This design comes from an exercise in tuning for small area, a short achievable clock period and few clock cycles per item on the open sky130 flow, not from production work.
The RTL was checked by simulation tests, not by an equivalence proof against the original design.
Power is estimated from default activity; no workload was simulated.

### flow/flow/run.sh
#!/bin/bash
# Standard layout (the standard.sh: standard synthesis, floorplan, place,
# CTS, route, finish) with two changes:
#  - repair_timing keeps a setup margin (flow/margin.txt), so it works on
#    paths well inside the 20 ns period;
#  - the port buffers that buffer_ports inserts are a plain buffer cell
#    (flow/portbuf.txt) rather than the resizer's default pick.
set -euo pipefail
MARGIN=$(cat flow/margin.txt)
PORTBUF=$(cat flow/portbuf.txt)
bash standard.sh SETUP_SLACK_MARGIN="$MARGIN" BUFFER_PORTS_ARGS="-buffer_cell $PORTBUF" finish > flow_make.log 2>&1
### flow/flow/margin.txt
15.0
### flow/flow/portbuf.txt
sky130_fd_sc_hd__buf_2
### flow/standard.sh
#!/bin/bash
# synth_recipe.tcl (not shown) runs the flow's synth.tcl, then flattens the netlist and writes it again
# the make line also repeats each setting of config.mk as NAME=value (left out here)
make -C /OpenROAD-flow-scripts/flow DESIGN_CONFIG=/design/flow/config.mk WORK_HOME=/design/flow/orfs CLKGATE_MAP_FILE= SYNTH_SCRIPT=/design/flow/synth_recipe.tcl "${@:-finish}"
### flow/config.mk
export PLATFORM = sky130hd
export DESIGN_NAME = stripe_engine
export DESIGN_NICKNAME = stripe_engine
export VERILOG_FILES = /design/flow/design.v
export SDC_FILE = /design/flow/constraint.sdc
export NUM_CORES = 4
export LEC_CHECK = 0
export ABC_AREA = 1
export CAP_MARGIN = 20
export CORE_MARGIN = 2
export CORE_UTILIZATION = 60
export SLEW_MARGIN = 20
### flow/constraint.sdc
create_clock -name core_clock -period 20.0 [get_ports {clk}]
set_input_delay 4.0000 -clock core_clock [delete_from_list [all_inputs] [get_ports {clk}]]
set_output_delay 4.0000 -clock core_clock [all_outputs]
set_load 0.01 [all_outputs]
### flow/design.v
module stripe_engine (
    input  wire         clk,
    input  wire         rst,
    input  wire         in_valid,
    output wire         in_ready,
    input  wire [127:0] in_data,
    input  wire [4:0]   in_col,
    input  wire         in_last,
    input  wire [4:0]   in_a,
    input  wire [4:0]   in_b,
    output wire         out_valid,
    input  wire         out_ready,
    output wire [127:0] out_a,
    output wire [127:0] out_b
);
    function [7:0] mulx;
        input [7:0] v;
        begin
            mulx = {v[6:0], 1'b0} ^ (v[7] ? 8'h1D : 8'h00);
        end
    endfunction
    function [7:0] gf_mul;
        input [7:0] a;
        input [7:0] b;
        integer i;
        reg [7:0] p;
        reg [7:0] t;
        begin
            p = 8'h00;
            t = a;
            for (i = 0; i < 8; i = i + 1) begin
                if (b[i])
                    p = p ^ t;
                t = mulx(t);
            end
            gf_mul = p;
        end
    endfunction
    function [7:0] gf_pow_neg;
        input [4:0] i;
        begin
            gf_pow_neg = 8'h00
                   | ({8{i == 5'd0}} & 8'h01)
                   | ({8{i == 5'd1}} & 8'h8E)
                   | ({8{i == 5'd2}} & 8'h47)
                   | ({8{i == 5'd3}} & 8'hAD)
                   | ({8{i == 5'd4}} & 8'hD8)
                   | ({8{i == 5'd5}} & 8'h6C)
                   | ({8{i == 5'd6}} & 8'h36)
                   | ({8{i == 5'd7}} & 8'h1B)
                   | ({8{i == 5'd8}} & 8'h83)
                   | ({8{i == 5'd9}} & 8'hCF)
                   | ({8{i == 5'd10}} & 8'hE9)
                   | ({8{i == 5'd11}} & 8'hFA)
                   | ({8{i == 5'd12}} & 8'h7D)
                   | ({8{i == 5'd13}} & 8'hB0)
                   | ({8{i == 5'd14}} & 8'h58)
                   | ({8{i == 5'd15}} & 8'h2C)
                   | ({8{i == 5'd16}} & 8'h16)
                   | ({8{i == 5'd17}} & 8'h0B)
                   | ({8{i == 5'd18}} & 8'h8B)
                   | ({8{i == 5'd19}} & 8'hCB)
                   | ({8{i == 5'd20}} & 8'hEB)
                   | ({8{i == 5'd21}} & 8'hFB)
                   | ({8{i == 5'd22}} & 8'hF3)
                   | ({8{i == 5'd23}} & 8'hF7)
                   | ({8{i == 5'd24}} & 8'hF5)
                   | ({8{i == 5'd25}} & 8'hF4)
                   | ({8{i == 5'd26}} & 8'h7A)
                   | ({8{i == 5'd27}} & 8'h3D)
                   | ({8{i == 5'd28}} & 8'h90)
                   | ({8{i == 5'd29}} & 8'h48);
        end
    endfunction
    function [7:0] gf_pow;
        input [4:0] i;
        begin
            gf_pow = 8'h00
                   | ({8{i == 5'd0}} & 8'h01)
                   | ({8{i == 5'd1}} & 8'h02)
                   | ({8{i == 5'd2}} & 8'h04)
                   | ({8{i == 5'd3}} & 8'h08)
                   | ({8{i == 5'd4}} & 8'h10)
                   | ({8{i == 5'd5}} & 8'h20)
                   | ({8{i == 5'd6}} & 8'h40)
                   | ({8{i == 5'd7}} & 8'h80)
                   | ({8{i == 5'd8}} & 8'h1D)
                   | ({8{i == 5'd9}} & 8'h3A)
                   | ({8{i == 5'd10}} & 8'h74)
                   | ({8{i == 5'd11}} & 8'hE8)
                   | ({8{i == 5'd12}} & 8'hCD)
                   | ({8{i == 5'd13}} & 8'h87)
                   | ({8{i == 5'd14}} & 8'h13)
                   | ({8{i == 5'd15}} & 8'h26)
                   | ({8{i == 5'd16}} & 8'h4C)
                   | ({8{i == 5'd17}} & 8'h98)
                   | ({8{i == 5'd18}} & 8'h2D)
                   | ({8{i == 5'd19}} & 8'h5A)
                   | ({8{i == 5'd20}} & 8'hB4)
                   | ({8{i == 5'd21}} & 8'h75)
                   | ({8{i == 5'd22}} & 8'hEA)
                   | ({8{i == 5'd23}} & 8'hC9)
                   | ({8{i == 5'd24}} & 8'h8F)
                   | ({8{i == 5'd25}} & 8'h03)
                   | ({8{i == 5'd26}} & 8'h06)
                   | ({8{i == 5'd27}} & 8'h0C)
                   | ({8{i == 5'd28}} & 8'h18)
                   | ({8{i == 5'd29}} & 8'h30);
        end
    endfunction
    function [7:0] gf_t;
        input [4:0] d;
        begin
            gf_t = 8'h00
                   | ({8{d == 5'd1}} & 8'hF4)
                   | ({8{d == 5'd2}} & 8'hA7)
                   | ({8{d == 5'd3}} & 8'h9D)
                   | ({8{d == 5'd4}} & 8'h72)
                   | ({8{d == 5'd5}} & 8'hED)
                   | ({8{d == 5'd6}} & 8'h5F)
                   | ({8{d == 5'd7}} & 8'h54)
                   | ({8{d == 5'd8}} & 8'hA0)
                   | ({8{d == 5'd9}} & 8'hA9)
                   | ({8{d == 5'd10}} & 8'hFB)
                   | ({8{d == 5'd11}} & 8'h74)
                   | ({8{d == 5'd12}} & 8'h85)
                   | ({8{d == 5'd13}} & 8'hE4)
                   | ({8{d == 5'd14}} & 8'hC0)
                   | ({8{d == 5'd15}} & 8'h8A)
                   | ({8{d == 5'd16}} & 8'h67)
                   | ({8{d == 5'd17}} & 8'hDC)
                   | ({8{d == 5'd18}} & 8'h26)
                   | ({8{d == 5'd19}} & 8'h63)
                   | ({8{d == 5'd20}} & 8'hF2)
                   | ({8{d == 5'd21}} & 8'hE9)
                   | ({8{d == 5'd22}} & 8'hB4)
                   | ({8{d == 5'd23}} & 8'hD2)
                   | ({8{d == 5'd24}} & 8'h02)
                   | ({8{d == 5'd25}} & 8'h8E)
                   | ({8{d == 5'd26}} & 8'hBA)
                   | ({8{d == 5'd27}} & 8'hAA)
                   | ({8{d == 5'd28}} & 8'hDE)
                   | ({8{d == 5'd29}} & 8'h89);
        end
    endfunction
    reg [127:0] d0;
    reg [4:0]   col0;
    reg         p0;         
    reg         q0;         
    reg         last0;
    reg [4:0]   a0;
    reg [4:0]   b0;
    reg [4:0]   dab0;       
    reg         v0;
    reg         setup;      
    reg         fst;        
    reg         ov;         
    reg         modeA;
    reg [7:0]   k0, k1, r;
    reg [127:0] acc_a, acc_b;
    reg         rdy;        
    wire go  = v0 && !setup && !ov;   
    wire acc_rdy = !v0 || go;         
    assign in_ready  = rdy;
    assign out_valid = ov;
    assign out_a     = acc_a;
    assign out_b     = acc_b;
    wire take = in_valid && rdy;
    always @(posedge clk) begin
        if (acc_rdy) begin
            d0    <= in_data;
            col0  <= in_col;
            p0    <= (in_col == 5'd30);
            q0    <= (in_col == 5'd31);
            last0 <= in_last;
            a0    <= in_a;
            b0    <= in_b;
            dab0  <= in_b - in_a;
        end
    end
    wire is_p = p0;
    wire is_q = q0;
    reg  [7:0] c_r;
    wire [7:0] c = c_r;
    wire [7:0] mc0 = c;
    wire [7:0] mc1 = mulx(mc0);
    wire [7:0] mc2 = mulx(mc1);
    wire [7:0] mc3 = mulx(mc2);
    wire [7:0] mc4 = mulx(mc3);
    wire [7:0] mc5 = mulx(mc4);
    wire [7:0] mc6 = mulx(mc5);
    wire [7:0] mc7 = mulx(mc6);
    wire         sel_da = go && !modeA;           
    wire         sel_db = go && modeA && !is_q;   
    wire         clr    = go && fst;
    reg [127:0] m;
    integer j;
    always @(*) begin
        for (j = 0; j < 16; j = j + 1)
            m[8*j +: 8] = ({8{d0[8*j+0]}} & mc0) ^ ({8{d0[8*j+1]}} & mc1)
                        ^ ({8{d0[8*j+2]}} & mc2) ^ ({8{d0[8*j+3]}} & mc3)
                        ^ ({8{d0[8*j+4]}} & mc4) ^ ({8{d0[8*j+5]}} & mc5)
                        ^ ({8{d0[8*j+6]}} & mc6) ^ ({8{d0[8*j+7]}} & mc7);
    end
    wire [127:0] term_a = modeA ? m : (d0 & {128{sel_da}});
    wire [127:0] term_b = m ^ (d0 & {128{sel_db}});
    always @(posedge clk) begin
        acc_a <= (acc_a & {128{!clr}}) ^ term_a;
        acc_b <= (acc_b & {128{!clr}}) ^ term_b;
    end
    wire [4:0] n1 = col0 + 5'd1;
    wire [4:0] n2 = col0 + 5'd2;
    wire       skip2 = (n1 == a0) && (n2 == b0);
    wire       skip1 = (n1 == a0) || (n1 == b0);
    wire [7:0] r1 = mulx(r);
    wire [7:0] r2 = mulx(r1);
    wire [7:0] r3 = mulx(r2);
    wire [7:0] r_step = skip2 ? r3 : skip1 ? r2 : r1;
    wire       u_pq = (a0 == 5'd30);                  
    wire       u_dq = (b0 == 5'd31) && !u_pq;         
    wire       u_dp = (b0 == 5'd30);                  
    wire       u_dd = (b0 < 5'd30);                   
    wire [7:0] t_d  = gf_t(dab0);
    wire [7:0] t_s  = u_dd ? t_d : 8'h01;
    wire [7:0] g_na = (u_dd || u_dp) ? gf_pow_neg(a0) : 8'h01;
    wire [7:0] gk0  = u_dq ? gf_pow(a0) : u_dd ? (t_d ^ 8'h01) : 8'h00;
    wire [7:0] gk1  = gf_mul(t_s, g_na);
    wire [7:0] gr0  = (a0 != 5'd0) ? gk1 : (b0 == 5'd1) ? mulx(mulx(t_s)) : mulx(t_s);
    wire [24:0] gc  = {u_dd || u_dp, gk0, gk1, gr0};
    wire v0_n    = take || (v0 && !go);
    wire setup_n = (go && last0) || (setup && !v0);
    wire ov_n    = (go && last0) || (ov && !out_ready);
    wire       setup_now = v0 && setup;
    wire       go_n  = v0_n && !setup_n && !ov_n;
    wire       p_n   = acc_rdy ? (in_col == 5'd30) : p0;
    wire       q_n   = acc_rdy ? (in_col == 5'd31) : q0;
    wire [7:0] k0_n  = setup_now ? gc[23:16] : k0;
    wire [7:0] k1_n  = setup_now ? gc[15:8] : k1;
    wire [7:0] r_n   = setup_now ? gc[7:0] : (go && !is_p && !is_q) ? r_step : r;
    always @(posedge clk) begin
        if (rst || !go_n)
            c_r <= 8'h00;
        else
            c_r <= p_n ? k0_n : q_n ? k1_n : (k0_n ^ r_n);
    end
    always @(posedge clk) begin
        if (rst)
            rdy <= 1'b1;
        else
            rdy <= !v0_n || (!setup_n && !ov_n);
    end
    always @(posedge clk) begin
        if (rst) begin
            v0    <= 1'b0;
            setup <= 1'b1;
            fst   <= 1'b1;
            ov    <= 1'b0;
        end else begin
            if (take)
                v0 <= 1'b1;
            else if (go)
                v0 <= 1'b0;
            if (ov && out_ready)
                ov <= 1'b0;
            if (v0 && setup) begin
                setup <= 1'b0;
                modeA <= gc[24];
                k0    <= gc[23:16];
                k1    <= gc[15:8];
                r     <= gc[7:0];
            end
            if (go) begin
                fst <= last0;
                if (last0) begin
                    ov    <= 1'b1;
                    setup <= 1'b1;
                end
                if (!is_p && !is_q)
                    r <= r_step;
            end
        end
    end
endmodule
==> results of run 1 <==
## cells in the mapped netlist, types with 3 or more instances
library cell	count
a21oi_1	17
a22oi_1	6
a31oi_1	3
and3_1	3
buf_1	43
buf_2	41
buf_4	7
clkbuf_1	127
dfxtp_1	271
edfxtp_1	174
ha_1	6
inv_1	318
inv_2	15
nand2_1	1273
nand2_2	10
nand2_4	5
nand3_1	185
nand3_2	7
nand3b_1	9
nand4_1	21
nor2_1	617
nor2_2	15
nor3_1	13
o211ai_1	15
o21ai_0	42
o21ai_1	11
o221ai_1	3
o22ai_1	102
or2_1	4
or2_2	3
xnor2_1	624
xor2_1	711
xor2_2	4
## metrics by stage
stage	cells	total power (µW)	hold slack (ns)	cell area, µm²
after floorplan	4736	4410	0.429	34900
after global placement	5718	5410	0.476	37300
after detailed placement	5718	5480	0.479	37300
after CTS	5856	6970	0.497	41400
after global routing	5907	7590	0.512	41800
final	5907	7180	0.495	41800
## logic make-up (layout without fill, tap and decap cells)
family,after synthesis,count (layout),share of synthesized area [%]
simple gates,2176,2176,25.1
xor+xnor,1343,1343,34.1
buf+inv,556,961,6.27
flops,445,445,30.6
compound gates,209,209,3.66
fa+ha+maj,7,7,0.273
other cells,0,1,0
## power by group through the flow
stage / registers (µW) / clock network (µW) / logic (µW)
after global routing: 1780 / 1010 / 4800
after global placement: 1620 / 0 / 3790
final: 1750 / 970 / 4450
after detailed placement: 1620 / 0 / 3860
after CTS: 1740 / 969 / 4270
after floorplan: 1660 / 0 / 2750
## state kept, by name, summed over array words and instances, names as in the netlist, 5 cells and up
register / count
a0: 5
acc_a: 128
acc_b: 128
b0: 5
c_r: 8
col0: 5
d0: 128
dab0: 5
k0: 8
k1: 8
r: 8
## final timing paths
check                       end  slack [ns]  cells after the start
max                   out_b[66]       14.87                      1
min          acc_a[119]$_DFF_P_        0.50                      2
max reg2reg   acc_a[93]$_DFF_P_       15.15                     12
min reg2reg  acc_a[119]$_DFF_P_        0.50                      2
## final cells by class
class / instances / area (µm²) / area share [%]
Clock buffer: 62 / 1360 / 3.25
Tap cell: 765 / 957 / 2.29
Multi-Input combinational cell: 3735 / 22200 / 53.1
Timing Repair Buffer: 535 / 4640 / 11.1
Clock inverter: 29 / 329 / 0.788
Antenna cell: 1 / 2.50 / 0.00599
Inverter: 335 / 1290 / 3.08
Sequential cell: 445 / 11000 / 26.4
## cell usage in the layout (no fill, tap or decap), types with 4 or more instances in the layout
master      count
a21oi_1        17
a22oi_1         6
buf_2         147
buf_4         128
buf_6         258
bufinv_16       6
clkbuf_1        7
clkbuf_16      51
clkbuf_8        4
clkinv_2       12
clkinvlp_4      7
dfxtp_1         8
dfxtp_2       240
dfxtp_4        23
edfxtp_1      174
ha_1            5
inv_1         313
inv_2          15
nand2_1      1267
nand2_2        10
nand2_4        11
nand3_1       185
nand3_2         7
nand3b_1        9
nand4_1        21
nor2_1        617
nor2_2         15
nor3_1         11
o211ai_1       15
o21ai_0        39
o21ai_1        12
o22ai_1       102
or2_1           4
xnor2_1       623
xor2_1        708
xor2_4          6
## timing repair
action                     CTS  global route
pin swaps                    1             0
buffers inserted            47            50
gates resized for setup    561             8
setup endpoints to repair  282           260
## metal layers
| metal | up-vias | global-route usage [%] | routed length, µm |
|---|---|---|---|
| met3 | 353 | 5.71 | 11000 |
| met4 | 2 | 18.3 | 6050 |
| met1 | 15600 | 50.6 | 47600 |
| met2 | 1691 | 62.6 | 55600 |
| met5 | - | 0 | 13 |
| li1 | 15300 | - | - |
## tightest hold or removal path, stage by stage, from the launching register on
cell     delay [ns]
dfxtp_2        0.32
nand2_1        0.07
xnor2_1        0.06
==> run summary, run 1 <==
- The floorplan has between 80 and 90 rows.
- The tightest slew margin relative to the limit is 23.9%.
- The analysis attributes to cell leakage a power of 0.0184 µW.
- Along the worst path, the maximum fanout reaches 2.
- The top achievable clock speed is between 0.15 and 0.2 GHz.
- The slowest cell on the critical path is dfxtp_4.
- Clock-pin slew was measured on the worst setup and hold paths at 0.07 ns.
- The first routing iteration left 3300 violations.
- For this run, the leading register cell type out of synthesis is dfxtp_1.
- The synthesized netlist occupies a cell area of about 35000 µm².
- The worst setup timing slack at the placement stage is approximately 14 ns.
- Synthesis instantiated 56 different standard cells from the library.
- Averaged over all synthesized cells, the footprint is roughly 7.3 µm².
- Yosys mapped a number of flops with a built-in enable equal to around 170.
- The first global-routing pass estimated roughly 180 mm of wire.
- Using the TritonRoute via totals, the vias-per-cell ratio works out to about 5.6.
- The worst setup path is launched from a register.
- The final-report hold violation count came to 0.
- The slew of the pin with the lowest slew margin is about 1.1 ns.
- The fraction of layout cells with a size suffix above 1 is a little under a fifth.
- Clock tree synthesis found a total of between 400 and 500 sinks.
- The area growth from synthesis to layout is 20.0%.
- The startpoint identified for the worst hold timing path is acc_a[119]$_DFF_P_.
- For the worst-skew pair, the clock arrives at the later sink with an insertion delay of 0.62 ns.
- Input and output buffers added on the ports amount to 405.
- In this run switching power makes up 44.8% of total power.
- The number of antenna violations at the first check in global routing is 3.
- Entering global routing, the biggest net connects around 190 pins.
- The count of fill cells added during filler insertion is about 4500.
- Setup repair after global routing could not meet its margin everywhere.
- The aggregate routed wire length is roughly 120 mm.
- For this run, the number of Yosys warnings is 1.
- The most critical setup path has its startpoint at acc_b[66]$_DFF_P_.
- The clock period minus worst slack is approximately 5.1 ns.
- The power share of the clock group is between 10% and 20%.
- The effective utilization at floorplan is between 60 and 70%.
- The startpoint of the worst register-to-register path is c_r[7]$_SDFF_PP0_.
- The die span in x is approximately 240 µm.
- The final worst-path cycle share is between 20 and 30%.
- After floorplanning, the core was sized to cover between 50000 and 60000 µm².
- The post-route DRC violation count is 0.
- Internal power comes to 3960 µW.
- Routability-driven placement finished with a final weighted congestion of roughly 0.95.
- The final-report max-slew violation count is 0.
- Counting both buffers and inverters, the worst setup path holds a total of 1.
- The clock tree synthesis step divided the H-tree into 2 levels.
- TritonCTS built the clock tree.
- In the post-route analysis, the smallest setup slack over all paths is between 10 and 15 ns.
- The count of final setup violators is 0.
- Traced cell by cell, the critical path runs through buf_6.
- The via count of the first global-routing pass came to between 30000 and 40000.
- The deepest clock path buffer count is 3.
- The fraction of power consumed by combinational cells is approximately 62%.
- The number of top-level design ports is around 410.
- The remaining global-route overflow is 0.
- In the global route stage, overall resource usage came out at 38.6%.
- The number of nets in the synthesized netlist is a little under 5000.
- The half-perimeter wire length after detailed placement is just under 80 mm.
- The tightest min-delay check is of the reg -> reg type.
- Data on the critical path arrives at its endpoint at roughly 1.1 ns.
- The setup TNS is 0 ns.
- The worst setup path category is reg -> out.
- For this run, the register share of the synthesized area comes to 30.6%.
- The worst setup path is captured at a primary output.
- The async set-or-reset flop fraction in the synthesized netlist is 0%.
- The overall die height is ~240 µm.
- For this design the ratio of total power to cell area is about 170 nW/µm².
- The mean routed wirelength per cell is just over 20 µm.
- The synthesis-stage register bit count is approximately 450.
- The net count of the finished layout is approximately 5300.
- For the worst setup path, the data required time is around 16 ns.
- TritonCTS created 49 clock buffers.
- The net switching power is approximately 3200 µW.
- The run finished with no timing, DRC or antenna violations.
- The count of nets left with antenna violations once routing finished came out at 0.
- The cell type with the highest aggregate area in the netlist is xor2_1.
- The final worst clock skew is between 0.02 and 0.03 ns.
- In this run, flip-flops and latches consume 24.4% of the power.
- The core occupancy in the finished layout is 72.7%.
- The reported max-cap violation count is 0.
- The area share of the leading cell type in the synthesized netlist is 17.9%.
- The family of cells with the greatest summed delay on the critical path is flip-flops.
- The floorplan step defined a die boundary enclosing about 60000 µm².
- The library cell used as clock root buffer is clkbuf_16.
- After synthesis, the cell types taking the most area are xor2_1 (18%), xnor2_1 (16%), dfxtp_1 (16%).
- The total via count in the routed design is around 33000.
- The first detailed-routing pass ran for 5 iterations.
- IR analysis of the VDD net gives a maximum drop of roughly 0.18 mV.
- The delay contributed by the slowest stage of the critical path is slightly below 0.4 ns.
- Hold repair after CTS inserted 0 buffers.
- In the synthesized netlist, the number of instances is 4736.
Testbench counts, summed over its fixed seeds: cycles 26,344, groups 2,400.
==> inputs of run 2 (changes only) <==
==> flow/flow/margin.txt (replaced) <==
15.2
==> run 2 against run 1 <==
  * Largest cell class unchanged
  * Synthesized cell count did not move
  * Utilization is 0.057 points higher
  * First-iteration DRC count fell by 9.4%
  * Register-to-register slack improved by 0.21 ns
  * Combinational power is essentially flat
  * Cell area about the same
  * Critical path type unchanged
  * Routed wire length is 2.8% lower
==> run summary, run 2 <==
- The number of nets produced by synthesis is 4891 (unchanged).
- The synthesis-stage register bit count is 445 (unchanged).
- The final worst-path cycle share is 25.6% (about the same).
- The post-route DRC violation count is 0 (unchanged).
- The count of different cell masters after synthesis is 56 (unchanged).
- The clock period minus worst slack is 5.12 ns (was 5.13 ns).
- The classification of the worst-slack hold path is reg -> reg (unchanged).
- The number of stages on the worst hold path is 2 (unchanged).
- The length of the first detailed-routing pass in iterations is 6 (was 5).
- The depth of the CTS H-tree came to 2 (unchanged).
- The top achievable clock speed was 0.195 GHz (about the same).
- The signal arrival time at the worst endpoint is 1.12 ns (was 1.13 ns).
- The number of buffers added by the clock tree synthesis step is 48 (was 49).
- The via count of the first global-routing pass is 30400 (was 30900).
- The area of the placeable core is 57500 µm² (unchanged).
- The TritonCTS clock tree was yes (unchanged).
- The number of warning messages in the yosys log is 1 (unchanged).
- The number of nets at the end of the flow is 5261 (was 5256).
- The netlist area before placement is 34800 µm² (unchanged).
- The number of enable-type register cells in the synthesized netlist is 174 (unchanged).
- The biggest fanout along the worst timing path is 2 (unchanged).
- The half-perimeter wire length after detailed placement is 77.9 mm (was 79.3 mm).
- The effective utilization at floorplan came to 60.6% (unchanged).
- The worst hold endpoint is acc_a[114]$_DFF_P_ (was acc_a[119]$_DFF_P_).
- The wire length of the first global-routing pass is 177 mm (was 181 mm).
- The met1 usage came to 50.2% (was 50.6%).
- The core occupancy in the finished layout is 72.7% (about the same).
- Cell Chain, Critical Path: buf_6 (unchanged).
- The area share of and/or/nand/nor cells after synthesis is 25.1% (unchanged).
- The worst setup path category is reg -> out (unchanged).
- The last weighted congestion value of the routability-driven placer was 0.962 (was 0.950).
- The tightest slew margin relative to the limit is 28.8% (was 23.9%).
- The required time of the critical path is 16.00 ns (about the same).
- The first-iteration detailed-routing DRC count is 2990 (was 3300).
- The power density of the placed cells was 170 nW/µm² (was 172 nW/µm²).
- The port buffer count came to 405 (unchanged).
- The die span in x is 245 µm (unchanged).
- The leading cell type by number of instances after synthesis is nand2_1 (unchanged).
- The least setup slack across all paths after layout is 14.88 ns (was 14.87 ns).
- The worst setup timing slack at the placement stage came to 14.34 ns (was 14.20 ns).
- Outcome: timing/DRC/antenna clean (unchanged).
- The startpoint of the worst register-to-register path is c_r[7]$_SDFF_PP0_ (unchanged).
- The area share of the leading cell type in the synthesized netlist is 17.9% (unchanged).
- The family of cells with the greatest summed delay on the critical path is flip-flops (unchanged).
- The pin count of the biggest net entering global routing was 76 (was 186).
- The multiplexer share of the synthesized area came to 0% (unchanged).
- The fraction of the yosys area taken by sequential cells is 30.6% (unchanged).
- The mean routed wirelength per cell came to 19.8 µm (was 20.4 µm).
- The final worst clock skew is 0.0248 ns (was 0.0280 ns).
- The deepest clock path buffer count is 3 (unchanged).
- The delay contributed by the slowest stage of the critical path is 0.39 ns (about the same).
- The depth of the worst register-to-register path was 16 (was 12).
- The area growth from synthesis to layout came to 20.1% (was 20.0%).
- The leakage dissipation came to 0.0184 µW (about the same).
- The final-report max-slew violation count was 0 (unchanged).
- The aggregate routed wire length is 117 mm (was 120 mm).
- The remaining global-route overflow was 0 (unchanged).
- The number of antenna violations at the first check in global routing is 4 (was 3).
- The async set-or-reset flop fraction in the synthesized netlist came to 0% (unchanged).
- The full die area is 60000 µm² (unchanged).
- The final-report hold violation count is 0 (unchanged).
- The buffering stage count on the worst path with inverters included was 1 (unchanged).
- The number of rows created at floorplan is 88 (unchanged).
- The highest ir drop seen on vdd was 0.134 mV (was 0.181 mV).
- The final hold slack came to 0.497 ns (was 0.495 ns).
- The most common flop cell mapped by yosys is dfxtp_1 (unchanged).
- The area fraction in compound gates after synthesis is 3.66% (unchanged).
- The total via count in the routed design is 32400 (was 32900).
- The highest-utilization routing layer at the global route stage is met2 (unchanged).
- The beginning of the worst hold path is acc_a[114]$_DFF_P_ (was acc_a[119]$_DFF_P_).
- The post-route non-filler standard cell count was 5911 (was 5907).
- Leading cell types in the layout, fill and taps excluded: nand2_1 (1267), xor2_1 (708), xnor2_1 (623), nor2_1 (617), inv_1 (312) (was nand2_1 (1267), xor2_1 (708), xnor2_1 (623), nor2_1 (617), inv_1 (313)).
- The total placed cells including tap cells is 5721 (was 5718).
- The setup TNS came to 0 ns (unchanged).
- The startpoint type of the worst setup path was a register (unchanged).
- The met3 track demand over resource in global routing is 6.67% (was 5.71%).
- The number of instances in the synthesized netlist came to 4736 (unchanged).
- The slew of the pin with the lowest slew margin is 1.07 ns (was 1.14 ns).
- Setup repair after global routing missed its margin: yes (unchanged).
- The capture instance of the worst register-to-register path is acc_a[45]$_DFF_P_ (was acc_a[93]$_DFF_P_).
- The fraction of synthesized cell area in xor and xnor cells came to 34.1% (unchanged).
- Most area-consuming cells after synthesis: xor2_1 (18%), xnor2_1 (16%), dfxtp_1 (16%) (unchanged).
- The residual antenna-violating net count after detailed routing is 0 (unchanged).
- Leading post-synthesis cells by instance count: nand2_1 (1273), xor2_1 (711), xnor2_1 (624) (unchanged).
- The per-instance average area after synthesis was 7.35 µm² (unchanged).
- The fraction of layout cells with a size suffix above 1 is 19.0% (was 18.9%).
- The count of final setup violators is 0 (unchanged).
- The total routing usage reported by global routing is 37.7% (was 38.6%).
- The hold buffer count at cts is 0 (unchanged).
- The slowest cell on the critical path is dfxtp_4 (unchanged).
- The clock insertion delay at the later pin of the skew report is 0.63 ns (was 0.62 ns).
- The reported max-cap violation count came to 0 (unchanged).
- The met2 routing resource usage after global routing is 60.1% (was 62.6%).
- The largest family of logic cells by synthesized area is XOR/XNOR gates (unchanged).
- The number of top-level design ports is 406 (unchanged).
- The flop-to-flop setup slack is 15.36 ns (was 15.15 ns).
- The cell type with the highest aggregate area in the netlist is xor2_1 (unchanged).
- The fraction of the mapped netlist area in adder cells is 0.273% (unchanged).
- The type of element capturing the critical path is a primary output (unchanged).
- The number of clock sinks is 445 (unchanged).
- Biggest regs: acc_a (128), acc_b (128), d0 (128) (unchanged).
- The library cell used as clock root buffer is clkbuf_16 (unchanged).
- The overall die height came to 245 µm (unchanged).
- The clock-pin slew of the registers on the worst-case setup and hold paths is 0.07 ns (about the same).
- The most common cell after layout, fill and taps aside is nand2_1 (unchanged).
- The via density per instance is 5.49 (was 5.57).
## run 2: cell count changes in the layout (fill, tap and decap cells not counted), moves of 2 or more
cell and delta:
nor3_2 +2, clkinvlp_4 -3, clkbuf_16 -2, inv_2 +2, dfxtp_2 -2, buf_6 +3, clkinv_1 +3, dfxtp_4 +2
clkbuf_8 -2, buf_4 +2, clkinv_4 +2, clkinv_2 -2
## run 2: what timing repair did
action | CTS | global route
gates cloned | 1 | 0
setup endpoints to repair | 295 | 345
resized for setup | 581 | 14
pin swaps | 1 | 1
buffers inserted | 45 | 54
## run 2: how the worst max path moves through the flow
stage | startpoint | endpoint | slack [ns] | depth (start not counted)
detailed placement | in_col[2] | c_r[6]$_SDFF_PP0_ | 14.34 | 7
finish | acc_b[68]$_DFF_P_ | out_b[68] | 14.88 | 1
global placement | in_col[2] | c_r[2]$_SDFF_PP0_ | 14.39 | 10
CTS | acc_b[68]$_DFF_P_ | out_b[68] | 14.86 | 1
global route | acc_b[68]$_DFF_P_ | out_b[68] | 14.87 | 1
floorplan | in_col[4] | c_r[5]$_SDFF_PP0_ | 14.75 | 10
## run 2: metrics by stage
stage,power (µW),cell area (µm²)
finish,7110,41800
global route,7540,41800
CTS,6940,41300
detailed placement,5470,37400
global placement,5400,37400
floorplan,4410,34900
## run 2: power by group
part,internal [µW],switching (µW)
Clock,538,405
Sequential,1420,321
Combinational,1990,2440
Total,3950,3160
## run 2: per-layer routing
metal / share of wire [%] / routed length, µm / vias up
met1: 41 / 47400 / 15200
met4: 4.7 / 5470 / 6
met2: 45 / 53000 / 1632
met5: 0.029 / 34 / -
met3: 9.4 / 11000 / 336
li1: - / - / 15300
## run 2: worst register-to-register path, delay by kind of cell, from the launching register on
kind | cells | cell delay [ns]
flip-flops | 1 | 0.32
AO/OA/AOI/OAI | 1 | 0.12
AND/OR/NAND/NOR | 7 | 1.73
buffers and inverters | 4 | 1.58
XOR/XNOR | 4 | 0.79
## run 2: cell families after synthesis
logic type / after synthesis
buffers and inverters: 556
AND/OR/NAND/NOR: 2176
AO/OA/AOI/OAI: 209
flip-flops: 445
XOR/XNOR: 1343
adder cells (fa/ha/maj): 7
## run 2: cell type report
cell class / instances / area, µm²
clock buffers: 59 / 1280
multi-input cells: 3735 / 22200
clock inverters: 30 / 337
flip-flops and latches: 445 / 11000
fillers: 4578 / 15700
well taps: 765 / 957
diodes: 1 / 2.50
inverters: 335 / 1280
repair buffers: 540 / 4690
repair inverters: 1 / 5.00
==> inputs of run 3 (changes only) <==
==> flow/flow/margin.txt (replaced) <==
14.6
==> run 3 against run 2 <==
  * Clock skew grew 0.0013 ns
  * Worst hold slack lost 0.0083 ns
  * Clock power grew 8%
  * Power shrank 7.9%
  * Cell count shrank 1.6%
  * Largest power group unchanged
==> run summary, run 3 <==
- The fraction of layout cells with a size suffix above 1 is 12.1% (was 19.0%).
- The capture instance of the worst register-to-register path is acc_a[101]$_DFF_P_ (was acc_a[45]$_DFF_P_).
- The number of top-level design ports was 406 (unchanged).
- The required time of the critical path is 20.50 ns (was 16.00 ns).
- The depth of the CTS H-tree is 2 (unchanged).
- The area of the placeable core is 57500 µm² (unchanged).
- The port buffer count is 405 (unchanged).
- The tightest slew margin relative to the limit is 25.8% (was 28.8%).
- The hold buffer count at cts is 0 (unchanged).
- The deepest clock path buffer count is 3 (unchanged).
- The number of warning messages in the yosys log came to 1 (unchanged).
- The slew of the pin with the lowest slew margin is 1.11 ns (was 1.07 ns).
- The worst hold endpoint was acc_a[33]$_DFF_P_ (was acc_a[114]$_DFF_P_).
- The most common cell after layout, fill and taps aside is nand2_1 (unchanged).
- The final-report max-slew violation count is 0 (unchanged).
- Counting stages on the worst path, the most repeated cell is nand2_1.
- The half-perimeter wire length after detailed placement is 78.4 mm (was 77.9 mm).
- The async set-or-reset flop fraction in the synthesized netlist was 0% (unchanged).
- The worst setup timing slack at the placement stage came to 14.17 ns (was 14.34 ns).
- The signal arrival time at the worst endpoint is 5.84 ns (was 1.12 ns).
- The type of element capturing the critical path is a register (was primary output).
- The leakage dissipation came to 0.0175 µW (was 0.0184 µW).
- The highest ir drop seen on vdd came to 0.113 mV (was 0.134 mV).
- The pin count of the biggest net entering global routing is 79 (was 76).
- The netlist area before placement came to 34800 µm² (unchanged).
- The per-instance average area after synthesis is 7.35 µm² (unchanged).
- The number of stages on the worst hold path is 2 (unchanged).
- The startpoint of the worst register-to-register path is c_r[5]$_SDFF_PP0_ (was c_r[7]$_SDFF_PP0_).
- The number of instances in the synthesized netlist is 4736 (unchanged).
- Leading post-synthesis cells by instance count: nand2_1 (1273), xor2_1 (711), xnor2_1 (624) (unchanged).
- The via density per instance was 5.46 (was 5.49).
- Most area-consuming cells after synthesis: xor2_1 (18%), xnor2_1 (16%), dfxtp_1 (16%) (unchanged).
- The number of rows created at floorplan came to 88 (unchanged).
- The number of enable-type register cells in the synthesized netlist is 174 (unchanged).
- The post-route non-filler standard cell count is 5816 (was 5911).
- The remaining global-route overflow came to 0 (unchanged).
- The slowest cell on the critical path is o31ai_1 (was dfxtp_4).
- The number of nets produced by synthesis is 4891 (unchanged).
- The number of buffers added by the clock tree synthesis step is 50 (was 48).
- The count of different cell masters after synthesis came to 56 (unchanged).
- The residual antenna-violating net count after detailed routing was 0 (unchanged).
- Outcome: timing/DRC/antenna clean (unchanged).
- The count of fill cells added during filler insertion is 5059 (was 4578).
- The full die area is 60000 µm² (unchanged).
- The area share of the leading cell type in the synthesized netlist came to 17.9% (unchanged).
- Cell Chain, Critical Path: buf_2 > nand2_1 > o31ai_1 > o21ai_1 > clkinv_1 > a21oi_1 > nand2_1 > inv_1 (was buf_6).
- The flop-to-flop setup slack was 15.02 ns (was 15.36 ns).
- The clock period minus worst slack was 5.34 ns (was 5.12 ns).
- The die span in x is 245 µm (unchanged).
- The leading cell type by number of instances after synthesis is nand2_1 (unchanged).
- The reported max-cap violation count is 0 (unchanged).
- The power density of the placed cells was 167 nW/µm² (was 170 nW/µm²).
- The biggest fanout along the worst timing path is 10 (was 2).
- The number of antenna violations at the first check in global routing is 8 (was 4).
- The final hold slack came to 0.488 ns (was 0.497 ns).
- The library cell used as clock root buffer was clkbuf_16 (unchanged).
- The total power after layout is 6550 µW (was 7110 µW).
- The first-iteration detailed-routing DRC count was 3012 (was 2990).
- The effective utilization at floorplan is 60.6% (unchanged).
- The via count of the first global-routing pass was 29900 (was 30400).
- The aggregate routed wire length is 114 mm (was 117 mm).
- The number of clock sinks is 445 (unchanged).
- Biggest regs: acc_a (128), acc_b (128), d0 (128) (unchanged).
- The area growth from synthesis to layout is 12.5% (was 20.1%).
- The startpoint type of the worst setup path is an input pin (was register).
- The clock-pin slew of the registers on the worst-case setup and hold paths was 0.06 ns (was 0.07 ns).
- The delay contributed by the slowest stage of the critical path was 0.70 ns (was 0.39 ns).
- The final worst clock skew came to 0.0261 ns (was 0.0248 ns).
- The count of final setup violators was 0 (unchanged).
- The most common flop cell mapped by yosys is dfxtp_1 (unchanged).
- The length of the first detailed-routing pass in iterations was 6 (unchanged).
- The final-report hold violation count is 0 (unchanged).
- The beginning of the worst hold path is acc_a[33]$_DFF_P_ (was acc_a[114]$_DFF_P_).
- The post-route DRC violation count is 0 (unchanged).
- Setup repair after global routing missed its margin: no (was yes).
- The overall die height is 245 µm (unchanged).
- The depth of the worst register-to-register path was 11 (was 16).
- The worst setup path category was in -> reg (was reg -> out).
- The total via count in the routed design is 31800 (was 32400).
- The total placed cells including tap cells is 5715 (was 5721).
- The total routing usage reported by global routing came to 36.9% (was 37.7%).
- The cell type with the highest aggregate area in the netlist was xor2_1 (unchanged).
- The number of nets at the end of the flow is 5160 (was 5261).
- The synthesis-stage register bit count is 445 (unchanged).
- The least setup slack across all paths after layout is 14.66 ns (was 14.88 ns).
- The clock insertion delay at the later pin of the skew report is 0.63 ns (about the same).
- The last weighted congestion value of the routability-driven placer is 0.947 (was 0.962).
- The TritonCTS clock tree is yes (unchanged).
- The classification of the worst-slack hold path is reg -> reg (unchanged).
- The top achievable clock speed is 0.187 GHz (was 0.195 GHz).
- The setup TNS is 0 ns (unchanged).
- The fraction of the yosys area taken by sequential cells was 30.6% (unchanged).
- The wire length of the first global-routing pass came to 173 mm (was 177 mm).
- The final worst-path cycle share is 26.7% (was 25.6%).
- The mean routed wirelength per cell is 19.6 µm (was 19.8 µm).
- Leading cell types in the layout, fill and taps excluded: nand2_1 (1269), xor2_1 (708), xnor2_1 (623), nor2_1 (617), buf_2 (405) (was nand2_1 (1267), xor2_1 (708), xnor2_1 (623), nor2_1 (617), inv_1 (312)).
run 3: logic make-up after synthesis:
kind of cell	Yosys count	synth area share, %
compound gates	209	3.66
xor+xnor	1343	34.1
fa+ha+maj	7	0.273
buf+inv	556	6.27
flops	445	30.6
simple gates	2176	25.1
run 3: layer usage:
metal	global-route usage [%]	up-vias	share of wire, %
li1	-	15100	-
met2	59.1	1487	46
met1	48.7	14900	41
met4	15.1	8	4.0
met5	0	-	0.073
met3	7.52	272	9.9
run 3: stage by stage:
stage          util [%]  instance area [µm²]
4_1_cts            68.0                39100
6_report           68.1                39100
5_1_grt            68.1                39100
3_5_place_dp       64.8                37300
3_3_place_gp       64.8                37300
2_1_floorplan         -                34800
run 3: power by group:
part	leakage, µW	switching [µW]	internal, µW
combinational	0.0125	2340	1570
clock	0.000894	405	615
sequential	0.00404	282	1350
total	0.0175	3020	3530
run 3: how the worst max path moves through the flow:
stage,depth (start not counted),startpoint,to
6_report,8,in_col[2],c_r[0]$_SDFF_PP0_
5_1_grt,8,in_col[2],c_r[0]$_SDFF_PP0_
4_1_cts,13,c_r[2]$_SDFF_PP0_,acc_a[68]$_DFF_P_
3_5_place_dp,8,rst,c_r[0]$_SDFF_PP0_
3_3_place_gp,8,rst,c_r[0]$_SDFF_PP0_
2_1_floorplan,10,in_col[2],c_r[5]$_SDFF_PP0_
run 3: critical path, delay by kind of cell:
family	cells	cell delay, ns
buffers and inverters	3	0.42
AOI/OAI and AO/OA	3	1.28
and+or+nand+nor	2	0.14
run 3: final cells by class:
cell class	instances	area [µm²]	area share [%]
Clock buffer	65	1440	3.68
Timing Repair Buffer	438	2290	5.84
Antenna cell	4	10.0	0.0256
Tap cell	765	957	2.45
Inverter	335	1270	3.24
Multi-Input combinational cell	3735	22100	56.5
Clock inverter	29	383	0.978
Sequential cell	445	10700	27.2
run 3: timing repair:
item | CTS | global route
endpoints found under the setup margin | 0 | 14
setup buffers | 0 | 3
gates resized for setup | 0 | 1
==> inputs of run 4 (changes only) <==
==> flow/flow/margin.txt (replaced) <==
14.7
==> run 4 against run 3 <==
  * Clock skew did not move
  * Cell count did not move
  * Cell area did not move
  * Via count did not move
  * Synthesized cell count did not move
  * Still clean
  * Critical endpoint unchanged
  * Worst setup slack did not move
  * Combinational power barely moved
  * Utilization did not move
  * Critical path depth did not move
  * Power did not move
==> run summary, run 4 <==
- Outcome: timing/DRC/antenna clean (unchanged).
- The count of final setup violators is 0 (unchanged).
- The area share of and/or/nand/nor cells after synthesis is 25.1% (unchanged).
- The count of different cell masters after synthesis is 56 (unchanged).
- The fraction of layout cells with a size suffix above 1 is 12.1% (unchanged).
- Cell Chain, Critical Path: buf_2 > nand2_1 > o31ai_1 > o21ai_1 > clkinv_1 > a21oi_1 > nand2_1 > inv_1 (unchanged).
- The leakage dissipation is 0.0175 µW (unchanged).
- The per-instance average area after synthesis is 7.35 µm² (unchanged).
- Setup repair after global routing missed its margin: no (unchanged).
- The synthesis-stage register bit count is 445 (unchanged).
- The wire length of the first global-routing pass came to 173 mm (unchanged).
- The area growth from synthesis to layout is 12.5% (unchanged).
- The fraction of power spent switching nets is 46.1% (unchanged).
- The footprint of the flip-flops and latches is 10700 µm² (unchanged).
- The relative contribution of sequential cells to total power is 24.9% (about the same).
- The via density per instance is 5.46 (unchanged).
- The final hold slack came to 0.488 ns (unchanged).
- The number of instances in the synthesized netlist was 4736 (unchanged).
- The startpoint type of the worst setup path is an input pin (unchanged).
- The overall die height was 245 µm (unchanged).
- The power share of the clock group is 15.6% (about the same).
- The cell type with the highest aggregate area in the netlist is xor2_1 (unchanged).
- The fraction of power consumed by combinational cells is 59.6% (about the same).
- The async set-or-reset flop fraction in the synthesized netlist is 0% (unchanged).
- The final worst clock skew is 0.0261 ns (unchanged).
- Leading cell types in the layout, fill and taps excluded: nand2_1 (1269), xor2_1 (708), xnor2_1 (623), nor2_1 (617), buf_2 (405) (unchanged).
- The netlist area before placement is 34800 µm² (unchanged).
- The die span in x is 245 µm (unchanged).
- The power density of the placed cells was 167 nW/µm² (unchanged).
- The slowest cell on the critical path is o31ai_1 (unchanged).
- The count of fill cells added during filler insertion came to 5059 (unchanged).
- The area fraction in compound gates after synthesis was 3.66% (unchanged).
- The reported max-cap violation count came to 0 (unchanged).
- The number of clock sinks came to 445 (unchanged).
- The tightest slew margin relative to the limit came to 25.8% (unchanged).
- The total power after layout was 6550 µW (unchanged).
- The fraction of the mapped netlist area in adder cells came to 0.273% (unchanged).
- The first-iteration detailed-routing DRC count is 3012 (unchanged).
- The port buffer count is 405 (unchanged).
- The setup TNS is 0 ns (unchanged).
- The deepest clock path buffer count is 3 (unchanged).
- The aggregate routed wire length was 114 mm (unchanged).
- The last weighted congestion value of the routability-driven placer is 0.947 (unchanged).
- The half-perimeter wire length after detailed placement is 78.4 mm (unchanged).
- The fraction of the yosys area taken by sequential cells is 30.6% (unchanged).
- The leading cell type by number of instances after synthesis is nand2_1 (unchanged).
- The number of top-level design ports is 406 (unchanged).
- The cell seen most often among critical-path stages is nand2_1 (unchanged).
- The number of nets at the end of the flow came to 5160 (unchanged).
- The delay contributed by the slowest stage of the critical path is 0.70 ns (about the same).
- The most common flop cell mapped by yosys is dfxtp_1 (unchanged).
- The clock insertion delay at the later pin of the skew report came to 0.63 ns (about the same).
- The number of buffers added by the clock tree synthesis step is 50 (unchanged).
- The most common cell after layout, fill and taps aside was nand2_1 (unchanged).
- Most area-consuming cells after synthesis: xor2_1 (18%), xnor2_1 (16%), dfxtp_1 (16%) (unchanged).
- The TritonCTS clock tree is yes (unchanged).
- The full die area is 60000 µm² (unchanged).
- The multiplexer share of the synthesized area is 0% (unchanged).
- The number of rows created at floorplan is 88 (unchanged).
- The number of nets produced by synthesis is 4891 (unchanged).
- The post-route DRC violation count is 0 (unchanged).
- The total area of multi-input combinational cells is 22100 µm² (unchanged).
- The slew of the pin with the lowest slew margin is 1.11 ns (unchanged).
- The library cell used as clock root buffer is clkbuf_16 (unchanged).
- The type of element capturing the critical path is a register (unchanged).
- The effective utilization at floorplan is 60.6% (unchanged).
- The number of enable-type register cells in the synthesized netlist came to 174 (unchanged).
- The number of antenna violations at the first check in global routing is 8 (unchanged).
- The worst setup path category is in -> reg (unchanged).
- The remaining global-route overflow is 0 (unchanged).
- The top achievable clock speed is 0.187 GHz (unchanged).
- The length of the first detailed-routing pass in iterations is 6 (unchanged).
- The final-report hold violation count is 0 (unchanged).
- The highest ir drop seen on vdd is 0.113 mV (unchanged).
- The area share of the leading cell type in the synthesized netlist is 17.9% (unchanged).
- The family of cells with the greatest summed delay on the critical path is compound AO/OA/AOI/OAI gates (unchanged).
- The fraction of synthesized cell area in xor and xnor cells is 34.1% (unchanged).
- The final worst-path cycle share is 26.7% (unchanged).
- The net switching power is 3020 µW (unchanged).
- The depth of the CTS H-tree came to 2 (unchanged).
- The pin count of the biggest net entering global routing was 79 (unchanged).
- The area of the placeable core came to 57500 µm² (unchanged).
- The total via count in the routed design is 31800 (unchanged).
- The number of warning messages in the yosys log is 1 (unchanged).
- The mean routed wirelength per cell is 19.6 µm (unchanged).
- The buffering stage count on the worst path with inverters included came to 3 (unchanged).
- The internal power component came to 3530 µW (unchanged).
- The signal arrival time at the worst endpoint came to 5.84 ns (about the same).
- The biggest fanout along the worst timing path is 10 (unchanged).
- The classification of the worst-slack hold path is reg -> reg (unchanged).
- The total routing usage reported by global routing is 36.9% (unchanged).
- The final-report max-slew violation count is 0 (unchanged).
- The clock period minus worst slack was 5.34 ns (unchanged).
- The hold buffer count at cts is 0 (unchanged).
- The largest family of logic cells by synthesized area is XOR/XNOR gates (unchanged).
- The residual antenna-violating net count after detailed routing is 0 (unchanged).
- Biggest regs: acc_a (128), acc_b (128), d0 (128) (unchanged).
- The required time of the critical path is 20.50 ns (about the same).
- The clock-pin slew of the registers on the worst-case setup and hold paths is 0.06 ns (about the same).
- The via count of the first global-routing pass came to 29900 (unchanged).
- Leading post-synthesis cells by instance count: nand2_1 (1273), xor2_1 (711), xnor2_1 (624) (unchanged).
[run 4: cell counts in the layout (fill, tap and decap cells not counted)]
Identical to the previous run, type by type.
[run 4: cell type report]
| type | count | share of cell area, % |
|---|---|---|
| multi-input combinational | 3735 | 56.5 |
| timing repair buffer | 438 | 5.84 |
| inverter | 335 | 3.24 |
| sequential | 445 | 27.2 |
| clock inverter | 29 | 0.978 |
| tap | 765 | 2.45 |
| clock buffer | 65 | 3.68 |
| antenna | 4 | 0.0256 |
[run 4: metrics by stage]
step / util [%] / instances / setup slack (ns) / instance area (µm²)
floorplan: - / 4736 / 14.69 / 34800
global placement: 64.8 / 5715 / 14.18 / 37300
detailed placement: 64.8 / 5715 / 14.17 / 37300
CTS: 68.0 / 5809 / 14.71 / 39100
global route: 68.1 / 5815 / 14.70 / 39100
finish: 68.1 / 5816 / 14.66 / 39100
[run 4: cells by family (layout without fill, tap and decap cells)]
group | Yosys count | count (layout)
other cells | 0 | 4
xor+xnor | 1343 | 1343
buf+inv | 556 | 867
fa+ha+maj | 7 | 7
simple gates | 2176 | 2176
compound gates | 209 | 209
flops | 445 | 445
[run 4: worst register-to-register path, cell delays in order (launching register included)]
cell     delay (ns)
dfxtp_4        0.68
buf_4          0.58
xnor2_4        0.41
xor2_4         0.87
xor2_4         0.71
buf_4          0.54
nor2_1         0.11
xor2_1         0.16
xnor2_1        0.21
xor2_1         0.28
o22ai_1        0.14
xnor2_1        0.18
[run 4: power by group through the flow]
stage	Clock [µW]	Sequential [µW]	Combinational (µW)
floorplan	0	1660	2750
global route	1060	1660	4270
detailed placement	0	1630	3820
finish	1020	1630	3910
global placement	0	1630	3750
CTS	1030	1620	3860
[run 4: what timing repair did]
item,4_1_cts,5_1_grt
resized for setup,0,1
setup endpoints to repair,0,30
setup buffers,0,3
[run 4: metal layers]
layer	GRT usage (%)	up-vias	share of wire (%)
li1	-	15100	-
met1	48.7	14900	41
met2	59.1	1487	46
met3	7.52	272	9.9
met4	15.1	8	4.0
met5	0	-	0.073
[run 4: worst paths after layout]
kind,from,to,slack [ns],cells after the start
setup / recovery,in_col[2],c_r[0]$_SDFF_PP0_,14.66,8
hold / removal,acc_a[33]$_DFF_P_,acc_a[33]$_DFF_P_,0.49,2
setup reg to reg,c_r[5]$_SDFF_PP0_,acc_a[101]$_DFF_P_,15.02,11
hold reg to reg,acc_a[33]$_DFF_P_,acc_a[33]$_DFF_P_,0.49,2
==> inputs of run 5 (changes only) <==
==> flow/flow/margin.txt (replaced) <==
14.9
==> run 5 against run 4 <==
  * Critical path type is now reg -> out
  * Worst setup slack improved by 0.22 ns
  * Clock-buffer cell count grew 3
  * Largest power group unchanged
  * Sequential share of layout area grew 0.11 points
  * Fmax up 4.2%
  * Clock skew about the same
==> run summary, run 5 <==
- The clock-pin slew of the registers on the worst-case setup and hold paths is 0.06 ns (about the same).
- The overall die height came to 245 µm (unchanged).
- The area share of the leading cell type in the synthesized netlist is 17.9% (unchanged).
- The worst setup path category is reg -> out (was in -> reg).
- The leading cell type by number of instances after synthesis is nand2_1 (unchanged).
- The capture instance of the worst register-to-register path is acc_a[84]$_DFF_P_ (was acc_a[101]$_DFF_P_).
- The reported max-cap violation count came to 0 (unchanged).
- The standard cell area after detailed placement is 37300 µm² (about the same).
- The full die area is 60000 µm² (unchanged).
- The per-instance average area after synthesis is 7.35 µm² (unchanged).
- The most common flop cell mapped by yosys is dfxtp_1 (unchanged).
- The via count of the first global-routing pass came to 30300 (was 29900).
- Cell Chain, Critical Path: buf_6 (was buf_2 > nand2_1 > o31ai_1 > o21ai_1 > clkinv_1 > a21oi_1 > nand2_1 > inv_1).
- The final worst-path cycle share is 25.6% (was 26.7%).
- The cell type with the highest aggregate area in the netlist is xor2_1 (unchanged).
- The number of rows created at floorplan is 88 (unchanged).
- The most common cell after layout, fill and taps aside is nand2_1 (unchanged).
- Setup repair after global routing missed its margin: yes (was no).
- The hold buffer count at cts came to 0 (unchanged).
- The number of instances in the synthesized netlist is 4736 (unchanged).
- The netlist area before placement is 34800 µm² (unchanged).
- The port buffer count is 405 (unchanged).
- Most area-consuming cells after synthesis: xor2_1 (18%), xnor2_1 (16%), dfxtp_1 (16%) (unchanged).
- The tightest slew margin relative to the limit is 24.6% (was 25.8%).
- Biggest regs: acc_a (128), acc_b (128), d0 (128) (unchanged).
- The signal arrival time at the worst endpoint came to 1.12 ns (was 5.84 ns).
- The remaining global-route overflow is 0 (unchanged).
- The pin count of the biggest net entering global routing was 85 (was 79).
- The highest ir drop seen on vdd is 0.111 mV (was 0.113 mV).
- The slowest cell on the critical path is dfxtp_4 (was o31ai_1).
- The first-iteration detailed-routing DRC count is 3105 (was 3012).
- The clock insertion delay at the later pin of the skew report is 0.63 ns (about the same).
- The total via count in the routed design came to 32200 (was 31800).
- The family of cells with the greatest summed delay on the critical path is flip-flops (was compound AO/OA/AOI/OAI gates).
- The flop-to-flop setup slack is 15.16 ns (was 15.02 ns).
- The slew of the pin with the lowest slew margin is 1.13 ns (was 1.11 ns).
- The final instance area is 40200 µm² (was 39100 µm²).
- The total routing usage reported by global routing came to 37.4% (was 36.9%).
- The capture point of the worst path is out_b[66] (was c_r[0]$_SDFF_PP0_).
- The number of enable-type register cells in the synthesized netlist is 174 (unchanged).
- The depth of the worst register-to-register path came to 16 (was 11).
- The final-report max-slew violation count is 0 (unchanged).
- The total placed cells including tap cells is 5721 (was 5715).
- The area of the placeable core came to 57500 µm² (unchanged).
- The type of element capturing the critical path was a primary output (was register).
- The last weighted congestion value of the routability-driven placer is 0.951 (was 0.947).
- The number of nets at the end of the flow is 5175 (was 5160).
- The number of warning messages in the yosys log is 1 (unchanged).
- The via density per instance is 5.53 (was 5.46).
- The leakage dissipation is 0.0177 µW (was 0.0175 µW).
- The core occupancy in the finished layout is 69.9% (was 68.1%).
- The library cell used as clock root buffer is clkbuf_16 (unchanged).
- The count of fill cells added during filler insertion is 4863 (was 5059).
- The count of final setup violators is 0 (unchanged).
- The post-route DRC violation count is 0 (unchanged).
- The count of different cell masters after synthesis is 56 (unchanged).
- The critical path launch point is acc_b[66]$_DFF_P_ (was in_col[2]).
- The async set-or-reset flop fraction in the synthesized netlist came to 0% (unchanged).
- The clock period minus worst slack is 5.12 ns (was 5.34 ns).
- The delay contributed by the slowest stage of the critical path is 0.39 ns (was 0.70 ns).
- The mean routed wirelength per cell is 20.0 µm (was 19.6 µm).
- The area growth from synthesis to layout was 15.4% (was 12.5%).
- The fraction of the yosys area taken by sequential cells came to 30.6% (unchanged).
- Leading cell types in the layout, fill and taps excluded: nand2_1 (1267), xor2_1 (708), xnor2_1 (623), nor2_1 (617), inv_1 (315) (was nand2_1 (1269), xor2_1 (708), xnor2_1 (623), nor2_1 (617), buf_2 (405)).
- The setup TNS is 0 ns (unchanged).
- The logic depth of the worst path, buffers included is 1 (was 8).
- The number of top-level design ports is 406 (unchanged).
- The length of the first detailed-routing pass in iterations came to 5 (was 6).
- The number of clock sinks is 445 (unchanged).
- The final worst clock skew is 0.0256 ns (was 0.0261 ns).
- The number of nets produced by synthesis is 4891 (unchanged).
- The biggest fanout along the worst timing path is 2 (was 10).
- The deepest clock path buffer count is 3 (unchanged).
- The effective utilization at floorplan is 60.6% (unchanged).
- The depth of the CTS H-tree was 2 (unchanged).
- The startpoint type of the worst setup path is a register (was input pin).
- The buffering stage count on the worst path with inverters included is 1 (was 3).
- The aggregate routed wire length is 116 mm (was 114 mm).
- The wire length of the first global-routing pass is 175 mm (was 173 mm).
- The synthesis-stage register bit count was 445 (unchanged).
- Outcome: timing/DRC/antenna clean (unchanged).
- The number of buffers added by the clock tree synthesis step is 49 (was 50).
- Leading post-synthesis cells by instance count: nand2_1 (1273), xor2_1 (711), xnor2_1 (624) (unchanged).
- The TritonCTS clock tree is yes (unchanged).
- The fraction of layout cells with a size suffix above 1 is 16.7% (was 12.1%).
- The required time of the critical path is 16.00 ns (was 20.50 ns).
- The classification of the worst-slack hold path is reg -> reg (unchanged).
- The die span in x is 245 µm (unchanged).
- The half-perimeter wire length after detailed placement is 79.0 mm (was 78.4 mm).
- The top achievable clock speed came to 0.195 GHz (was 0.187 GHz).
- The power density of the placed cells was 168 nW/µm² (was 167 nW/µm²).
- The post-route non-filler standard cell count is 5826 (was 5816).
- The number of antenna violations at the first check in global routing is 2 (was 8).
- The final-report hold violation count is 0 (unchanged).
- The startpoint of the worst register-to-register path is c_r[7]$_SDFF_PP0_ (was c_r[5]$_SDFF_PP0_).
- The final hold slack is 0.487 ns (was 0.488 ns).
- The residual antenna-violating net count after detailed routing is 0 (unchanged).
run 5: cell counts after synthesis:
No cell type changed its count.
run 5: kinds of logic (layout without fill, tap and decap cells):
kind of cell | after synthesis | after routing | share of synthesized area (%)
XOR/XNOR | 1343 | 1343 | 34.1
other | 0 | 1 | 0
AO/OA/AOI/OAI | 209 | 209 | 3.66
AND/OR/NAND/NOR | 2176 | 2176 | 25.1
buffers and inverters | 556 | 880 | 6.27
flip-flops | 445 | 445 | 30.6
adder cells (fa/ha/maj) | 7 | 7 | 0.273
run 5: stage by stage:
| stage | worst slack [ns] | power, µW |
|---|---|---|
| after CTS | 14.81 | 6610 |
| after global placement | 14.21 | 5390 |
| after floorplan | 14.75 | 4410 |
| final | 14.88 | 6740 |
| after detailed placement | 14.17 | 5470 |
| after global routing | 14.86 | 7170 |
run 5: how the worst min path moves through the flow:
stage | endpoint | depth (start not counted) | startpoint
4_1_cts | acc_a[125]$_DFF_P_ | 2 | acc_a[125]$_DFF_P_
2_1_floorplan | fst$_SDFFE_PP1P_ | 2 | fst$_SDFFE_PP1P_
3_3_place_gp | acc_a[126]$_DFF_P_ | 2 | acc_a[126]$_DFF_P_
3_5_place_dp | acc_a[104]$_DFF_P_ | 2 | acc_a[104]$_DFF_P_
5_1_grt | acc_a[6]$_DFF_P_ | 2 | acc_a[6]$_DFF_P_
6_report | acc_a[28]$_DFF_P_ | 2 | acc_a[28]$_DFF_P_
run 5: area by class of cell:
cell class	instances	area, µm²	area share, %
inverter	335	1270	3.16
tap	765	957	2.38
clock inverter	23	248	0.617
timing repair buffer	454	3220	8.03
sequential	445	11000	27.4
multi-input combinational	3735	22100	55.1
clock buffer	68	1340	3.33
antenna	1	2.50	0.00623
run 5: routing by layer:
layer | global-route usage (%) | part of all wire [%] | up-vias
met2 | 59.6 | 45 | 1592
met3 | 6.63 | 9.8 | 298
met5 | 0 | 0.011 | -
met1 | 49.0 | 40 | 15200
li1 | - | - | 15200
met4 | 18.1 | 5.1 | 2
run 5: report_power, final:
group / switching [µW] / leakage [µW] / internal (µW)
Combinational: 2380 / 0.0129 / 1740
Clock: 395 / 0.000778 / 522
Sequential: 292 / 0.00406 / 1410
Total: 3070 / 0.0177 / 3670
run 5: timing repair:
item	CTS	global route
pin swaps	0	0
gates resized for setup	300	106
setup endpoints to repair	187	146
setup buffers	11	2
==> inputs of run 6 (changes only) <==
==> flow/flow/margin.txt (replaced) <==
15.0
--- a/flow/config.mk
+++ b/flow/config.mk
@@ -5,8 +5,9 @@
 export SDC_FILE = /design/flow/constraint.sdc
 export NUM_CORES = 4
 export LEC_CHECK = 0
-export ABC_AREA = 1
 export CAP_MARGIN = 20
 export CORE_MARGIN = 2
 export CORE_UTILIZATION = 60
+export CTS_CLUSTER_DIAMETER = 60
+export CTS_CLUSTER_SIZE = 25
 export SLEW_MARGIN = 20
==> run 6 against run 5 <==
  * Routed wire length rose by 6.7%
  * Non-clock buffer count rose by 180
  * Via count rose by 12%
  * Cell area rose by 11%
  * Synthesized cell count rose by 2.7%
  * Sequential share of layout area fell by 2.5 points
  * Critical path depth did not move
  * Power rose by 15%
  * Utilization rose by 2.1 points
  * Die area rose by 7.3%
  * Clock power fell by 8.2%
  * Area after synthesis rose by 7.5%
==> run summary, run 6 <==
- The length of routed met3 wiring came to 11.5 mm (was 11.4 mm).
- The area growth from synthesis to layout is 18.7% (was 15.4%).
- The post-route non-filler standard cell count is 5995 (was 5826).
- The depth of the CTS H-tree is 2 (unchanged).
- The final-report hold violation count is 0 (unchanged).
- The residual antenna-violating net count after detailed routing is 0 (unchanged).
- The required time of the critical path was 16.00 ns (about the same).
- The highest ir drop seen on vdd is 0.115 mV (was 0.111 mV).
- The signal arrival time at the worst endpoint is 1.10 ns (was 1.12 ns).
- The number of enable-type register cells in the synthesized netlist is 174 (unchanged).
- The area of the placeable core was 61700 µm² (was 57500 µm²).
- The worst setup path category is reg -> out (unchanged).
- The final worst clock skew is 0.0349 ns (was 0.0256 ns).
- The number of buffers added by the clock tree synthesis step is 41 (was 49).
- The total placed cells including tap cells came to 5736 (was 5721).
- The via count of the first global-routing pass is 33700 (was 30300).
- The number of top-level design ports is 406 (unchanged).
- The slowest cell on the critical path is dfxtp_4 (unchanged).
- The most common flop cell mapped by yosys is dfxtp_1 (unchanged).
- The remaining global-route overflow is 0 (unchanged).
- The wire length on met1 is 50.2 mm (was 46.6 mm).
- The biggest fanout along the worst timing path came to 2 (unchanged).
- The half-perimeter wire length after detailed placement came to 76.9 mm (was 79.0 mm).
- The number of nets at the end of the flow is 5279 (was 5175).
- The setup TNS is 0 ns (unchanged).
- The buffering stage count on the worst path with inverters included is 1 (unchanged).
- The power share of the clock group is 10.8% (was 13.6%).
- Biggest regs: acc_a (128), acc_b (128), d0 (128) (unchanged).
- The tightest slew margin relative to the limit is 19.3% (was 24.6%).
- The relative contribution of sequential cells to total power is 22.9% (was 25.2%).
- The number of warning messages in the yosys log is 1 (unchanged).
- Setup repair after global routing missed its margin: yes (unchanged).
- Outcome: timing/DRC/antenna clean (unchanged).
- The fraction of power consumed by combinational cells is 66.3% (was 61.2%).
- The hold buffer count at cts is 0 (unchanged).
- The wire length of the first global-routing pass is 192 mm (was 175 mm).
- The core occupancy in the finished layout is 72.0% (was 69.9%).
- The last weighted congestion value of the routability-driven placer is 0.905 (was 0.951).
- The total routing usage reported by global routing is 37.4% (about the same).
- The final worst-path cycle share came to 25.5% (was 25.6%).
- The netlist area before placement is 37400 µm² (was 34800 µm²).
- The most common cell after layout, fill and taps aside is nand2_1 (unchanged).
- The count of final setup violators is 0 (unchanged).
- The type of element capturing the critical path is a primary output (unchanged).
- The mean routed wirelength per cell came to 20.7 µm (was 20.0 µm).
- The library cell used as clock root buffer is clkbuf_16 (unchanged).
- The count of different cell masters after synthesis is 75 (was 56).
- The net switching power is 3380 µW (was 3070 µW).
- The aggregate routed wire length came to 124 mm (was 116 mm).
- The count of fill cells added during filler insertion came to 5001 (was 4863).
- The leakage dissipation was 0.0159 µW (was 0.0177 µW).
- The deepest clock path buffer count was 3 (unchanged).
- The pin count of the biggest net entering global routing is 188 (was 85).
- Leading cell types in the layout, fill and taps excluded: nand2_1 (1510), xnor2_1 (1036), buf_6 (262), dfxtp_2 (247), buf_4 (221) (was nand2_1 (1267), xor2_1 (708), xnor2_1 (623), nor2_1 (617), inv_1 (315)).
- The TritonCTS clock tree is yes (unchanged).
- The full die area came to 64400 µm² (was 60000 µm²).
- The clock-pin slew of the registers on the worst-case setup and hold paths is 0.07 ns (was 0.06 ns).
- The startpoint type of the worst setup path is a register (unchanged).
- The effective utilization at floorplan was 60.6% (about the same).
- The port buffer count is 405 (unchanged).
- The final-report max-slew violation count is 0 (unchanged).
- The fraction of the yosys area taken by sequential cells was 28.5% (was 30.6%).
- The post-route DRC violation count came to 0 (unchanged).
- The family of cells with the greatest summed delay on the critical path was flip-flops (unchanged).
- The final hold slack is 0.528 ns (was 0.487 ns).
- The number of clock sinks is 445 (unchanged).
- The internal power component is 4400 µW (was 3670 µW).
- The synthesis-stage register bit count is 445 (unchanged).
- The overall die height is 254 µm (was 245 µm).
- The length of the first detailed-routing pass in iterations came to 5 (unchanged).
- The number of rows created at floorplan is 91 (was 88).
## run 6: cell count changes after synthesis, sizes merged, moves of 80 or more
cell / change
a21oi: +199
a221o: +130
a32o: +112
and3: +112
clkbuf: +208
inv: -302
nand2: +226
nand3: -174
nor2: -488
o22ai: -80
xnor2: +413
xor2: -552
## run 6: worst paths after layout
path                          start                end  slack [ns]  depth (start not counted)
setup / recovery  acc_b[35]$_DFF_P_          out_b[35]       14.90                          1
hold / removal    acc_a[31]$_DFF_P_  acc_a[31]$_DFF_P_        0.53                          1
setup reg to reg  c_r[7]$_SDFF_PP0_   acc_a[6]$_DFF_P_       15.15                         13
hold reg to reg   acc_a[31]$_DFF_P_  acc_a[31]$_DFF_P_        0.53                          1
## run 6: power groups by stage
stage	Clock [µW]	Sequential, µW	Combinational [µW]
after global routing	880	1820	5560
after CTS	847	1770	5020
after detailed placement	0	1720	4390
after global placement	0	1720	4300
after floorplan	0	1700	3290
final	842	1780	5160
## run 6: area by class of cell
| type | count | area, µm² | area share, % |
|---|---|---|---|
| Antenna cell | 1 | 2.50 | 0.00563 |
| Timing Repair Buffer | 634 | 5420 | 12.2 |
| Clock buffer | 47 | 1110 | 2.50 |
| Sequential cell | 445 | 11000 | 24.8 |
| Inverter | 33 | 140 | 0.316 |
| Clock inverter | 29 | 289 | 0.651 |
| Tap cell | 837 | 1050 | 2.36 |
| Multi-Input combinational cell | 3969 | 25400 | 57.1 |
## run 6: cells by family after synthesis
| kind of cell | Yosys count | share of synthesized area [%] |
|---|---|---|
| AO/OA/AOI/OAI | 778 | 15.2 |
| XOR/XNOR | 1210 | 28.9 |
| adder cells (fa/ha/maj) | 7 | 0.254 |
| buffers and inverters | 452 | 4.72 |
| flip-flops | 445 | 28.5 |
| multiplexers | 53 | 1.54 |
| AND/OR/NAND/NOR | 1919 | 21.0 |
## run 6: through the flow
stage | area [µm²] | setup WS [ns]
5_1_grt | 44400 | 14.89
3_5_place_dp | 39600 | 14.00
4_1_cts | 44100 | 14.89
2_1_floorplan | 37500 | 14.83
3_3_place_gp | 39600 | 14.12
6_report | 44400 | 14.90
## run 6: routing by layer
| layer | global-route usage, % | vias to the layer above |
|---|---|---|
| li1 | - | 16800 |
| met1 | 49.4 | 17200 |
| met2 | 59.9 | 1846 |
| met3 | 6.21 | 352 |
| met4 | 17.5 | 4 |
| met5 | 0 | - |
## run 6: what timing repair did
action / in CTS / in global routing
setup buffers: 143 / 37
pin swaps: 8 / 2
gates resized for setup: 579 / 16
cloned: 1 / 1
endpoints found under the setup margin: 390 / 314

-- re-timing with driven ports --
In the flow no input, the clock included, has a driving cell. The finished layouts below were timed again as built, in two steps. Step 1 (the two cells are an assumption about what drives the block):
set clk [get_ports {clk}]
set_driving_cell -lib_cell sky130_fd_sc_hd__clkbuf_16 $clk
set_driving_cell -lib_cell sky130_fd_sc_hd__buf_2 [delete_from_list [all_inputs] $clk]
Step 2 adds t to the input delays and takes it off the output delays; t is the mean of the earliest and latest rising clock arrival at the registers after step 1. Input paths then give back, and output paths get back, about the clock's delay inside the block. a / b / c = ideal ports / drivers / drivers and shift; a / b = the first two.
run	shift t [ns]	setup WS [ns]	latest minus earliest clock arrival (ns)	pins driven straight from the clock port
run 1	0.671	14.874 / 14.807 / 14.450	0.028 / 0.028	1
run 2	0.681	14.883 / 14.815 / 14.663	0.026 / 0.026	1
run 3	0.679	14.659 / 14.693 / 14.015	0.027 / 0.027	1
run 4	0.679	14.659 / 14.693 / 14.015	0.027 / 0.027	1
run 5	0.678	14.876 / 14.810 / 14.423	0.027 / 0.027	1
run 6	0.661	14.902 / 14.837 / 14.381	0.036 / 0.036	1
After both steps every run listed still meets setup and hold.
